Background: an optimization exercise with open tools, aiming at small area, a short achievable clock period and few clock cycles per item. Do not read the settings as production practice.
Function was checked by simulation only, so behaviour that the tests miss may differ from the original.

Design par_engine, start of the top module:
module par_engine (
    input  wire         clk,
    input  wire         rst_n,
    input  wire         in_valid,
    output wire         in_ready,
    input  wire         in_first,
    input  wire         in_last,
    input  wire [1:0]   in_kind,      
    input  wire [3:0]   in_sheet,
    input  wire [127:0] in_data,
    input  wire [1:0]   cfg_nerase,
    input  wire [3:0]   cfg_sx,
    input  wire [3:0]   cfg_sy,
    output reg          out_valid,
    input  wire         out_ready,
    output reg  [127:0] out_a,
    output reg  [127:0] out_b,
    output reg          out_lost
);
For scale: ~5400 cells after synthesis, roughly 810 flip-flops, about 410 I/O pins, roughly 0.046 mm^2 of cells after synthesis.
Settings: LEC_CHECK=0, CAP_MARGIN=20, CORE_MARGIN=2, CORE_UTILIZATION=55, CTS_BUF_LIST=sky130_fd_sc_hd__clkbuf_16, CTS_CLUSTER_DIAMETER=100, CTS_CLUSTER_SIZE=24, SLEW_MARGIN=20; clock period 22.0 ns.
standard.sh (not shown) runs the stock make flow with config.mk's settings and CLKGATE_MAP_FILE= SYNTH_SCRIPT=/design/flow/synth_recipe.tcl, a recipe that flattens the netlist after the stock synthesis.
==> flow/flow/run.sh <==
#!/bin/bash
set -euo pipefail
export BUFFER_PORTS_ARGS="-buffer_cell sky130_fd_sc_hd__buf_1"
bash standard.sh > flow.log 2>&1
The baseline produced a clean layout.
Testbench counts at the start, summed over its fixed seeds: cycles 24,088, items 3,200.
Change:
--- a/flow/config.mk
+++ b/flow/config.mk
@@ -8,7 +8,7 @@
 export CAP_MARGIN = 20
 export CORE_MARGIN = 2
-export CORE_UTILIZATION = 55
+export CORE_UTILIZATION = 60
 export CTS_BUF_LIST = sky130_fd_sc_hd__clkbuf_16
-export CTS_CLUSTER_DIAMETER = 100
-export CTS_CLUSTER_SIZE = 24
+export CTS_CLUSTER_DIAMETER = 80
+export CTS_CLUSTER_SIZE = 20
 export SLEW_MARGIN = 20
=> Design area goes up by about 0.32%. Critical path depth does not change. Setup slack gets worse by 13 ps. Fmax is about the same. Synthesized cell count stays the same.
Change:
==> flow/flow/run.sh (replaced) <==
#!/bin/bash
set -euo pipefail
export BUFFER_PORTS_ARGS="-buffer_cell sky130_fd_sc_hd__buf_2"
bash standard.sh > flow.log 2>&1
--- a/flow/config.mk
+++ b/flow/config.mk
@@ -8,7 +8,7 @@
 export CAP_MARGIN = 20
 export CORE_MARGIN = 2
-export CORE_UTILIZATION = 60
+export CORE_UTILIZATION = 55
 export CTS_BUF_LIST = sky130_fd_sc_hd__clkbuf_16
-export CTS_CLUSTER_DIAMETER = 80
-export CTS_CLUSTER_SIZE = 20
+export CTS_CLUSTER_DIAMETER = 100
+export CTS_CLUSTER_SIZE = 24
 export SLEW_MARGIN = 20
=>
- final cell count goes up slightly
- synthesized area is unchanged
- routed wire length rose by a few percent
- flip-flop and latch count is unchanged
- final area is higher slightly
- core utilization decreases by 5.4 points
- sequential share of layout area decreases by 0.22 points
- first-iteration DRC count goes down by about a fifth
Change:
--- a/flow/config.mk
+++ b/flow/config.mk
@@ -8,5 +8,5 @@
 export CAP_MARGIN = 20
 export CORE_MARGIN = 2
-export CORE_UTILIZATION = 55
+export CORE_UTILIZATION = 70
 export CTS_BUF_LIST = sky130_fd_sc_hd__clkbuf_16
 export CTS_CLUSTER_DIAMETER = 100
Outcome:
- maximum frequency drops by 0.88%
- register-to-register slack is worse by 460 ps
- synthesized area does not change
- clock skew climbs by 8.6 ps
- wire length drops by 4.2%
- utilization climbs by 16 points
- die area drops by 21%
- cell area drops by 0.72%
- via count climbs by 4.6%


The RTL this note starts from:
==> flow/design.v <==
module par_engine (
    input  wire         clk,
    input  wire         rst_n,
    input  wire         in_valid,
    output wire         in_ready,
    input  wire         in_first,
    input  wire         in_last,
    input  wire [1:0]   in_kind,      
    input  wire [3:0]   in_sheet,
    input  wire [127:0] in_data,
    input  wire [1:0]   cfg_nerase,
    input  wire [3:0]   cfg_sx,
    input  wire [3:0]   cfg_sy,
    output reg          out_valid,
    input  wire         out_ready,
    output reg  [127:0] out_a,
    output reg  [127:0] out_b,
    output reg          out_lost
);
    function [7:0] xtime;
        input [7:0] a;
        xtime = {a[6:0], 1'b0} ^ (a[7] ? 8'h1D : 8'h00);
    endfunction
    function [7:0] gf_mul;
        input [7:0] a;
        input [7:0] b;
        integer i;
        reg [7:0] p, aa;
        begin
            p  = 8'h00;
            aa = a;
            for (i = 0; i < 8; i = i + 1) begin
                if (b[i]) p = p ^ aa;
                aa = xtime(aa);
            end
            gf_mul = p;
        end
    endfunction
    localparam [247:0] E_TAB = 248'h261387CDE8743A1D80402010080402018E47ADD86C361B83CFE9FA7DB0582C;
    localparam [247:0] Z_TAB = 248'h8AC0E48574FBA9A0545FED729DA7F400F5A69C73EC5E55A1A8FA7584E5C18B;
    reg          s1_v;
    reg          s1_first;
    reg          s1_last;
    reg  [1:0]   s1_kind;
    reg  [3:0]   s1_sheet;
    reg  [127:0] s1_d;
    reg  [1:0]   g_n;
    reg  [3:0]   g_sx;
    reg  [3:0]   g_sy;
    reg          ready_r;
    assign in_ready = ready_r;
    wire take = in_valid && ready_r;
    always @(posedge clk) begin
        s1_v     <= rst_n && take;
        s1_first <= in_first;
        s1_last  <= in_last;
        s1_kind  <= in_kind;
        s1_sheet <= in_sheet;
        s1_d     <= in_data;
        if (take && in_first) begin
            g_n  <= cfg_nerase;
            g_sx <= cfg_sx;
            g_sy <= cfg_sy;
        end
    end
    wire       n0 = (g_n == 2'd0);
    wire       n1 = (g_n == 2'd1);
    wire       n2 = g_n[1];
    wire [3:0] r  = n2 ? g_sy : n1 ? g_sx : 4'd0;
    wire [3:0] s_e = (s1_kind == 2'd2) ? 4'd0 : s1_sheet;
    wire [4:0] e  = {1'b0, s_e} + 5'd15 - {1'b0, r};
    wire [7:0] we = E_TAB[8*e +: 8];
    wire [4:0] d  = {1'b0, g_sx} + 5'd15 - {1'b0, g_sy};
    wire [7:0] z  = n2 ? Z_TAB[8*d +: 8] : 8'h01;
    reg [7:0] v;
    always @(*) begin
        case (s1_kind)
            2'd0:    v = {we[7:1], we[0] ^ n2};
            2'd1:    v = {7'd0, n2};
            2'd2:    v = n0 ? 8'h00 : we;
            default: v = 8'h00;
        endcase
    end
    wire [7:0] coef = gf_mul(z, v);
    reg          s2_v;
    reg          s2_last;
    reg          s2_clr;      
    reg          s2_binc;     
    reg          s2_p;
    reg          s2_q;
    reg  [1:0]   s2_n;
    reg  [7:0]   s2_c;
    reg  [127:0] s2_d;
    always @(posedge clk) begin
        s2_v    <= rst_n && s1_v;
        s2_last <= s1_last;
        s2_clr  <= s1_v && s1_first;
        s2_binc <= s1_v && (s1_kind == 2'd0 || (s1_kind == 2'd1 && !n0));
        s2_p    <= s1_v && (s1_kind == 2'd1);
        s2_q    <= s1_v && (s1_kind == 2'd2);
        s2_n    <= g_n;
        s2_c    <= s1_v ? coef : 8'd0;
        s2_d    <= s1_d;
    end
    reg  [127:0] acc_a_n;
    reg  [127:0] acc_b_n;
    wire [127:0] acc_a = ~acc_a_n;
    wire [127:0] acc_b = ~acc_b_n;
    reg          g_sp;
    reg          g_sq;
    reg          a_done;      
    reg [63:0] cols;
    integer j;
    always @(*) begin
        cols[7:0] = s2_c;
        for (j = 1; j < 8; j = j + 1)
            cols[8*j +: 8] = xtime(cols[8*(j-1) +: 8]);
    end
    reg [127:0] nxt_a;
    reg [127:0] nxt_b;
    integer l, b;
    always @(*) begin
        for (l = 0; l < 16; l = l + 1) begin
            nxt_a[8*l +: 8] = s2_clr ? 8'h00 : acc_a[8*l +: 8];
            for (b = 0; b < 8; b = b + 1)
                if (s2_d[8*l + b]) nxt_a[8*l +: 8] = nxt_a[8*l +: 8] ^ cols[8*b +: 8];
        end
        nxt_b = (s2_clr ? 128'd0 : acc_b) ^ (s2_binc ? s2_d : 128'd0);
    end
    wire nxt_sp = (!s2_clr && g_sp) || s2_p;
    wire nxt_sq = (!s2_clr && g_sq) || s2_q;
    wire r_n0 = (s2_n == 2'd0);
    wire r_n1 = (s2_n == 2'd1);
    wire r_n2 = s2_n[1];
    wire res_lost = r_n1 ? !(nxt_sp || nxt_sq) : r_n2 ? !(nxt_sp && nxt_sq) : 1'b0;
    wire a_from_b = r_n0 || (r_n1 && nxt_sp);
    wire [127:0] res_a = res_lost ? 128'd0 : (a_from_b ? nxt_b : nxt_a);
    wire [127:0] res_b = (res_lost || r_n1) ? 128'd0 : r_n0 ? nxt_a : (nxt_a ^ nxt_b);
    wire fin      = (s2_v && s2_last) || a_done;
    wire out_free = !out_valid;
    wire out_load = fin && out_free;
    wire n_s1last = take && in_last;
    wire n_fin    = (s1_v && s1_last) || (fin && !out_free);
    wire n_ov     = out_load || (out_valid && !out_ready);
    wire n_ready  = !((n_s1last || (n_fin && n_ov)) && (n_fin || n_ov));
    always @(posedge clk) begin
        acc_a_n <= ~nxt_a;
        acc_b_n <= ~nxt_b;
        g_sp  <= nxt_sp;
        g_sq  <= nxt_sq;
        if (out_load) begin
            out_a    <= res_a;
            out_b    <= res_b;
            out_lost <= res_lost;
        end
        if (!rst_n) begin
            a_done    <= 1'b0;
            out_valid <= 1'b0;
            ready_r   <= 1'b1;
        end else begin
            a_done    <= fin && !out_free;
            out_valid <= n_ov;
            ready_r   <= n_ready;
        end
    end
endmodule
==> flow/config.mk <==
export PLATFORM = sky130hd
export DESIGN_NAME = par_engine
export DESIGN_NICKNAME = par_engine
export VERILOG_FILES = /design/flow/design.v
export SDC_FILE = /design/flow/constraint.sdc
export NUM_CORES = 4
export LEC_CHECK = 0
export CAP_MARGIN = 20
export CORE_MARGIN = 2
export CORE_UTILIZATION = 55
export CTS_BUF_LIST = sky130_fd_sc_hd__clkbuf_16
export CTS_CLUSTER_DIAMETER = 100
export CTS_CLUSTER_SIZE = 24
export SLEW_MARGIN = 20
==> flow/constraint.sdc <==
create_clock -name core_clock -period 22.0 [get_ports {clk}]
set_input_delay 4.4000 -clock core_clock [delete_from_list [all_inputs] [get_ports {clk}]]
set_output_delay 4.4000 -clock core_clock [all_outputs]
set_load 0.01 [all_outputs]
==> flow/flow/run.sh <==
#!/bin/bash
set -euo pipefail
export BUFFER_PORTS_ARGS="-buffer_cell sky130_fd_sc_hd__buf_1"
export CTS_ARGS="-sink_clustering_enable -repair_clock_nets -sink_clustering_size 24 -sink_clustering_max_diameter 100 -buf_list sky130_fd_sc_hd__clkbuf_16 -sink_clustering_levels 1 -dont_use_dummy_load -distance_between_buffers 500 -branching_point_buffers_distance 500"
bash standard.sh > flow.log 2>&1
The baseline produced a clean layout.
Testbench counts at the start, summed over its fixed seeds: cycles 24,088, items 3,200.
Rerun with:
==> flow/flow/run.sh (replaced) <==
#!/bin/bash
set -euo pipefail
export BUFFER_PORTS_ARGS="-buffer_cell sky130_fd_sc_hd__buf_2"
export CTS_ARGS="-sink_clustering_enable -repair_clock_nets -sink_clustering_size 24 -sink_clustering_max_diameter 100 -buf_list sky130_fd_sc_hd__clkbuf_16 -sink_clustering_levels 1 -dont_use_dummy_load"
bash standard.sh > flow.log 2>&1
=> Design area increases by 1.1%; worst setup slack is worse by 0.40 ns; die area does not change; synthesized cell count is unchanged.
Rerun with:
--- a/flow/flow/run.sh
+++ b/flow/flow/run.sh
@@ -3 +3 @@
-export BUFFER_PORTS_ARGS="-buffer_cell sky130_fd_sc_hd__buf_2"
+export BUFFER_PORTS_ARGS="-buffer_cell sky130_fd_sc_hd__buf_1"
Outcome:
- The new run passed the timing, design-rule and antenna checks
- setup slack gains 0.40 ns
- fmax climbs by 7.1%
- design area is lower by 1.0%
- non-clock buffer count does not change
- hold slack gets better by 0.0093 ns
- wire length climbs by 1.0%
- count of clock-buffer cells in the layout went up by 1
- critical path depth shrinks by 14
- register-to-register slack improved by 0.77 ns

-- separate check: timing with driven ports --
No port has a modelled driver above. Below, the same layouts with a new extraction and two added sets of constraints. Step 1, drivers: a clkbuf_16 drives clk and a buf_2 each remaining input, both assumed. Step 2 adds t to the input delays and takes it off the output delays; t is the mean of the earliest and latest rising clock arrival at the registers after step 1. Input paths then give back, and output paths get back, about the clock's delay inside the block. Slacks: ideal ports / drivers / drivers and shift; pairs: ideal ports / drivers.
run	t (ns)	slack for setup (ns)	worst setup path after step 2	worst data-port slew with drivers (ns)
the first run of note 1	0.697	16.295 / 16.224 / 16.531	input to register	0.07
the second run of note 1	0.705	16.282 / 16.212 / 16.597	input to register	0.06
the third run of note 1	0.684	16.296 / 16.226 / 16.545	input to register	0.11
the fourth run of note 1	0.686	16.246 / 16.212 / 16.246	register to register	0.08
the first run of note 2	0.672	16.356 / 16.283 / 16.625	input to register	0.13
the second run of note 2	0.665	15.954 / 15.954 / 15.954	register to register	0.12
the third run of note 2	0.672	16.356 / 16.283 / 16.625	input to register	0.13
After both steps every run listed still meets setup and hold.
